From an optimization exercise on the open Yosys and OpenROAD flow, aimed at small area, a short achievable clock period and few clock cycles per item; shortcuts taken in it are not production practice.
Only simulation tests tie the RTL to the original design; equivalence was not proved.

Design qg_spread_quant, start of the top module:
module qg_spread_quant (
    input  wire         clk,
    input  wire         rst,
    input  wire         in_valid,
    output wire         in_ready,
    input  wire         in_first,    
    input  wire         in_blank,    
    input  wire         in_dots,     
    input  wire         in_grey3,    
    input  wire [16:0]  in_share,    
    input  wire [15:0]  in_gain,     
    input  wire [2:0]   in_lev,      
    input  wire [127:0] in_vol,      
    output reg          out_valid,
    output reg  [2:0]   out_lev,
    output reg          out_clip
);
For scale: ~3000 cells after synthesis, ~340 flip-flops, roughly 180 I/O pins, roughly 0.024 mm2 of cells after synthesis.
clock: 36.0 ns
lec_check: 0
abc_area: 1
cap_margin: 20
core_margin: 2
core_utilization: 60
place_density: 0.75
slew_margin: 20
standard.sh (not shown) runs the stock make flow with config.mk's settings and CLKGATE_MAP_FILE= SYNTH_SCRIPT=/design/flow/synth_recipe.tcl, a recipe that flattens the netlist after the stock synthesis.
==> flow/flow/run.sh <==
#!/bin/bash
# The standard layout, except that the ports are buffered with the
# smallest buffer (sky130_fd_sc_hd__buf_1) instead of the delay cell
# buffer_ports picks by itself, and clock tree synthesis uses smaller
# leaf buffers and adds no dummy loads.  Synthesis is the standard one.
set -euo pipefail
bash standard.sh synth > synth.log 2>&1
bash standard.sh "BUFFER_PORTS_ARGS=-buffer_cell sky130_fd_sc_hd__buf_1" \
    "CTS_ARGS=-sink_clustering_enable -repair_clock_nets -sink_clustering_size 16 -sink_clustering_max_diameter 80 -sink_clustering_buffer sky130_fd_sc_hd__clkbuf_8 -dont_use_dummy_load" \
    finish > layout.log 2>&1
Testbench counts at the start, summed over its fixed seeds: cycles 40,016, items 40,000.
Rerun with:
--- a/flow/flow/run.sh
+++ b/flow/flow/run.sh
@@ -9 +9 @@
-    "CTS_ARGS=-sink_clustering_enable -repair_clock_nets -sink_clustering_size 16 -sink_clustering_max_diameter 80 -sink_clustering_buffer sky130_fd_sc_hd__clkbuf_8 -dont_use_dummy_load" \
+    "CTS_ARGS=-sink_clustering_enable -repair_clock_nets -sink_clustering_size 20 -sink_clustering_max_diameter 50 -sink_clustering_buffer sky130_fd_sc_hd__clkbuf_8 -dont_use_dummy_load" \
Settings changed: CORE_UTILIZATION 60 to 40, CTS_CLUSTER_DIAMETER set to 100, CTS_CLUSTER_SIZE set to 22, PLACE_DENSITY 0.75 to 0.6.
- The changed run produced a clean layout
- die area is higher by 49%
- setup slack loses 9.1 ps
- hold slack loses 16 ps
- clock skew came out higher by 50 ps
- cell count climbs by about 7%
- routed wire length came out higher by about 1.1%
- synthesized cell count is unchanged
- non-clock buffer count climbs by 2
- via count goes down by about 4.6%
Rerun with:
==> flow/flow/run.sh (replaced) <==
#!/bin/bash
# The standard layout, except that the ports are buffered with the
# smallest buffer (sky130_fd_sc_hd__buf_1) instead of the delay cell
# buffer_ports picks by itself, and clock tree synthesis adds no dummy
# loads.  Synthesis is the standard one.
set -euo pipefail
bash standard.sh synth > synth.log 2>&1
bash standard.sh "BUFFER_PORTS_ARGS=-buffer_cell sky130_fd_sc_hd__buf_1" \
    "CTS_ARGS=-sink_clustering_enable -repair_clock_nets -sink_clustering_size 30 -sink_clustering_max_diameter 50 -dont_use_dummy_load" \
    finish > layout.log 2>&1
=> The new run completed with no timing, DRC or antenna violations. Non-clock buffer count stays the same. Routed wire length came out higher by 0.31%. Fmax hardly moves. Critical path depth stays the same. Die area does not change.
Rerun with:
==> flow/flow/run.sh (replaced) <==
#!/bin/bash
# The standard layout, except that the ports are buffered with the
# smallest buffer (sky130_fd_sc_hd__buf_1) instead of the delay cell
# buffer_ports picks by itself.  Synthesis is the standard one.
set -euo pipefail
bash standard.sh synth > synth.log 2>&1
bash standard.sh "BUFFER_PORTS_ARGS=-buffer_cell sky130_fd_sc_hd__buf_1" finish > layout.log 2>&1
Result: Wire length decreases by about 0.6%. Area after synthesis stays the same. Clock skew decreases by 64 ps. Register-to-register slack stays flat.


run A:
qg_spread_quant again, from the RTL that the note above started with.
==> flow/design.v (excerpt) <==
module qg_spread_quant (
    input  wire         clk,
    input  wire         rst,
    input  wire         in_valid,
    output wire         in_ready,
    input  wire         in_first,    
    input  wire         in_blank,    
    input  wire         in_dots,     
    input  wire         in_grey3,    
    input  wire [16:0]  in_share,    
    input  wire [15:0]  in_gain,     
    input  wire [2:0]   in_lev,      
    input  wire [127:0] in_vol,      
    output reg          out_valid,
    output reg  [2:0]   out_lev,
    output reg          out_clip
);
==> flow/config.mk <==
export PLATFORM = sky130hd
export DESIGN_NAME = qg_spread_quant
export DESIGN_NICKNAME = qg_spread_quant
export VERILOG_FILES = /design/flow/design.v
export SDC_FILE = /design/flow/constraint.sdc
export NUM_CORES = 4
export LEC_CHECK = 0
export ABC_AREA = 1
export CAP_MARGIN = 20
export CORE_MARGIN = 2
export CORE_UTILIZATION = 40
export CTS_CLUSTER_DIAMETER = 100
export CTS_CLUSTER_SIZE = 22
export PLACE_DENSITY = 0.6
export SLEW_MARGIN = 20
==> flow/constraint.sdc <==
create_clock -name core_clock -period 36.0 [get_ports {clk}]
set_input_delay 7.2000 -clock core_clock [delete_from_list [all_inputs] [get_ports {clk}]]
set_output_delay 7.2000 -clock core_clock [all_outputs]
set_load 0.01 [all_outputs]
==> flow/flow/run.sh <==
#!/bin/bash
# The standard layout, except that the ports are buffered with the
# smallest buffer (sky130_fd_sc_hd__buf_1) instead of the delay cell
# buffer_ports picks by itself, and clock tree synthesis adds no dummy
# loads.  Synthesis is the standard one.
set -euo pipefail
bash standard.sh synth > synth.log 2>&1
bash standard.sh "BUFFER_PORTS_ARGS=-buffer_cell sky130_fd_sc_hd__buf_1" \
    "CTS_ARGS=-sink_clustering_enable -repair_clock_nets -sink_clustering_size 22 -sink_clustering_max_diameter 100 -dont_use_dummy_load" \
    finish > layout.log 2>&1
Testbench counts of run A, summed over its fixed seeds: cycles 40,016, items 40,000.
Relative to run A, the following input files were edited for run E:
==> flow/flow/run.sh <==
#!/bin/bash
# The standard layout, except that the ports are buffered with the
# smallest buffer (sky130_fd_sc_hd__buf_1) instead of the delay cell
# buffer_ports picks by itself, and clock tree synthesis uses smaller
# leaf buffers and adds no dummy loads.  Synthesis is the standard one.
set -euo pipefail
bash standard.sh synth > synth.log 2>&1
bash standard.sh "BUFFER_PORTS_ARGS=-buffer_cell sky130_fd_sc_hd__buf_1" \
    "CTS_ARGS=-sink_clustering_enable -repair_clock_nets -sink_clustering_size 16 -sink_clustering_max_diameter 80 -sink_clustering_buffer sky130_fd_sc_hd__clkbuf_8 -dont_use_dummy_load" \
    finish > layout.log 2>&1
Findings:
Run E vs. run A: highest achievable clock rate level, layout overhead on the synthesized area moved down.


## JK
Another version of the RTL of qg_spread_quant (not shown whole).
For scale: ~180 I/O pins, ~0.026 mm² of cells after synthesis.
Settings: LEC_CHECK=0, CAP_MARGIN=80, CORE_MARGIN=2, CORE_UTILIZATION=40, PLACE_DENSITY=0.6, SLEW_MARGIN=80; clock period 36.0 ns.
run.sh (not shown) runs the stock make flow with config.mk's settings and CLKGATE_MAP_FILE= SYNTH_SCRIPT=/design/flow/synth_recipe.tcl, a recipe that flattens the netlist after the stock synthesis.
Stock flow here: none of the scripts above is used.
Testbench counts of JK, summed over its fixed seeds: cycles 40,016, items 40,000.
> inputs changed (JK -> MS)
- PLACE_DENSITY: 0.6 -> 0.8
- CAP_MARGIN: 80 -> 20
- CORE_UTILIZATION: 40 -> 65
- SLEW_MARGIN: 80 -> 20
Notes after the runs:
- MS vs. JK: initial antenna violation count grew by 2.
- Changes observed in MS relative to JK: setup slack lower, fmax now smaller, routed length on met1 down about 12%.
- Compared with JK, MS shows number of placed instances, taps included lower by 375.
- Between JK and MS, the flow reports wire length of the first global-routing pass decreasing by a few percent.
- MS vs JK — overall fraction of global-route tracks in use rose 14 points.
- Highest-delay cell along the critical path: or4_4 -> JK, or4_1 -> MS
- MS -> JK: number of enable-type register cells in the synthesized netlist delta 0, exact match
Setup changes, MS to AL
- changing PLACE_DENSITY from 0.8 to 0.6
- changing CORE_UTILIZATION from 65 to 40
--- outcome ---
The flow did not stop early for AL: all stages ran, and the layout cleared the timing, design-rule and antenna checks.
Diff MS -> AL: slack of the critical path now larger, part of the cycle the worst path needs down 1.1 points, sequential share of layout area lower.
AL: design area higher than MS
Cmp AL vs MS: number of core rows higher in AL
Clock network area share: AL vs MS, no meaningful difference
Reported for AL and MS, basic-gate share of the synthesized area counting and, or, nand and nor cells turned out identical to the last digit.
Diff AL..MS | total area of sequential cells | negligible
Edits applied to the flow inputs when going from AL to TR:
- changing PLACE_DENSITY from 0.6 to 0.8
- changing CORE_UTILIZATION from 40 to 65
- setting ABC_AREA to 1 for the first time
- TR vs. AL: gate count of the mapped netlist increased about 25%; worst setup slack before clock tree synthesis increased 200 ps; total clock buffers created by CTS decreased 2.
- AL → TR: port buffer count has remained practically unchanged; detailed-routed wire length on met2 has increased; XOR/XNOR share of the synthesized area has decreased.
- Compared with AL, TR ends up with a larger final cell area.
- Critical path's slowest cell: dfxtp_1 -> TR, or4_1 -> AL
- From AL to TR the numbers moved as follows: area taken by multi-input logic gates went down about 1.3%, post-route worst hold slack climbed 10 ps, multi-input combinational gate total increased by about 17% relative to the old numbers.


Another version of the RTL of qg_spread_quant (not shown whole).
For scale: roughly 3000 cells after synthesis, about 340 flip-flops, about 180 I/O pins, about 27000 um^2 of cells after synthesis.
==> flow/config.mk <==
export PLATFORM = sky130hd
export DESIGN_NAME = qg_spread_quant
export DESIGN_NICKNAME = qg_spread_quant
export VERILOG_FILES = /design/flow/design.v
export SDC_FILE = /design/flow/constraint.sdc
export NUM_CORES = 4
export LEC_CHECK = 0
export CAP_MARGIN = 20
export CORE_MARGIN = 2
export CORE_UTILIZATION = 40
export PLACE_DENSITY = 0.6
export SLEW_MARGIN = 20
==> flow/constraint.sdc <==
create_clock -name core_clock -period 36.0 [get_ports {clk}]
set_input_delay 7.2000 -clock core_clock [delete_from_list [all_inputs] [get_ports {clk}]]
set_output_delay 7.2000 -clock core_clock [all_outputs]
set_load 0.01 [all_outputs]
The first run passed the timing, design-rule and antenna checks.
Testbench counts at the start, summed over its fixed seeds: cycles 40,016, items 40,000.
Then changed:
==> flow/flow/run.sh (new file) <==
#!/bin/bash
# The standard layout, except that the ports are buffered with the
# smallest buffer (sky130_fd_sc_hd__buf_1) instead of the delay cell
# buffer_ports picks by itself.  Synthesis is the standard one.
set -euo pipefail
bash standard.sh synth > synth.log 2>&1
bash standard.sh "BUFFER_PORTS_ARGS=-buffer_cell sky130_fd_sc_hd__buf_1" finish > layout.log 2>&1
==> flow/standard.sh (new file) <==
#!/bin/bash
# synth_recipe.tcl (not shown) runs the flow's synth.tcl, then flattens the netlist and writes it again
# the make line also repeats each setting of config.mk as NAME=value (left out here)
make -C /OpenROAD-flow-scripts/flow DESIGN_CONFIG=/design/flow/config.mk WORK_HOME=/design/flow/orfs CLKGATE_MAP_FILE= SYNTH_SCRIPT=/design/flow/synth_recipe.tcl "${@:-finish}"
Settings changed: ABC_AREA set to 1.
removed: flow/run.sh
After rerunning: Wire length is lower by about 20%. Design area fell by 9.7%. Non-clock buffer count went down by 25. Worst setup slack gains 0.57 ns. Worst hold slack is worse by 0.0031 ns. Core utilization fell by 0.77 points. Final cell count shrinks by about 1.2%. Area after synthesis goes down by about 8%. Via count went down by about 13%. Sequential cell count does not change.
Then changed:
==> flow/run.sh (new file) <==
#!/bin/bash
# synth_recipe.tcl (not shown) runs the flow's synth.tcl, then flattens the netlist and writes it again
# the make line also repeats each setting of config.mk as NAME=value (left out here)
make -C /OpenROAD-flow-scripts/flow DESIGN_CONFIG=/design/flow/config.mk WORK_HOME=/design/flow/orfs CLKGATE_MAP_FILE= SYNTH_SCRIPT=/design/flow/synth_recipe.tcl finish
removed: flow/flow/run.sh
removed: flow/standard.sh
Result: Design area rose by about 3%. Cell count barely changes. First-iteration DRC count falls by 15%. Die area is unchanged. Via count increases by 2.3%. Count of clock-buffer cells in the layout falls by 1. Worst setup slack degrades by 0.38 ns. Sequential share of layout area came out lower by 0.75 points.

-- afterwards: timing with drivers on the ports --
No port has a modelled driver above. Below, the same layouts with a new extraction and two added sets of constraints. Step 1 (the two cells are an assumption about what drives the block):
set clk [get_ports {clk}]
set_driving_cell -lib_cell sky130_fd_sc_hd__clkbuf_16 $clk
set_driving_cell -lib_cell sky130_fd_sc_hd__buf_2 [delete_from_list [all_inputs] $clk]
Step 2 times the ports against the registers' clock, not the clock port: input delays grow and output delays shrink by t, the midpoint of the rising clock arrivals with the driver on. Slacks: ideal / step 1 / step 2; pairs: ideal / step 1.
run	shift t [ns]	setup WS [ns]	worst register clock-pin slew, ns
the first run of note 1	0.585	27.763 / 27.710 / 27.940	0.10 / 0.10
the second run of note 1	0.595	27.754 / 27.693 / 28.071	0.11 / 0.11
the third run of note 1	0.622	27.736 / 27.674 / 28.057	0.08 / 0.08
the fourth run of note 1	0.635	27.752 / 27.690 / 28.073	0.09 / 0.09
run A	0.599	27.751 / 27.689 / 28.068	0.09 / 0.09
run E	0.596	27.773 / 27.714 / 28.078	0.11 / 0.11
JK	0.633	25.987 / 25.987 / 25.987	0.07 / 0.07
MS	0.609	25.398 / 25.398 / 25.398	0.07 / 0.07
AL	0.622	25.797 / 25.797 / 25.797	0.07 / 0.07
TR	0.620	25.984 / 25.984 / 25.984	0.07 / 0.07
the first run of note 4	0.643	27.161 / 27.161 / 27.161	0.07 / 0.07
the second run of note 4	0.627	27.728 / 27.671 / 27.792	0.06 / 0.06
the third run of note 4	0.625	27.349 / 27.289 / 27.326	0.07 / 0.07
After both steps setup and hold are still met in every run listed. The setup slack of the third run of note 4, which loses most, moves by -0.060 ns with the drivers and by -0.023 ns with both steps.
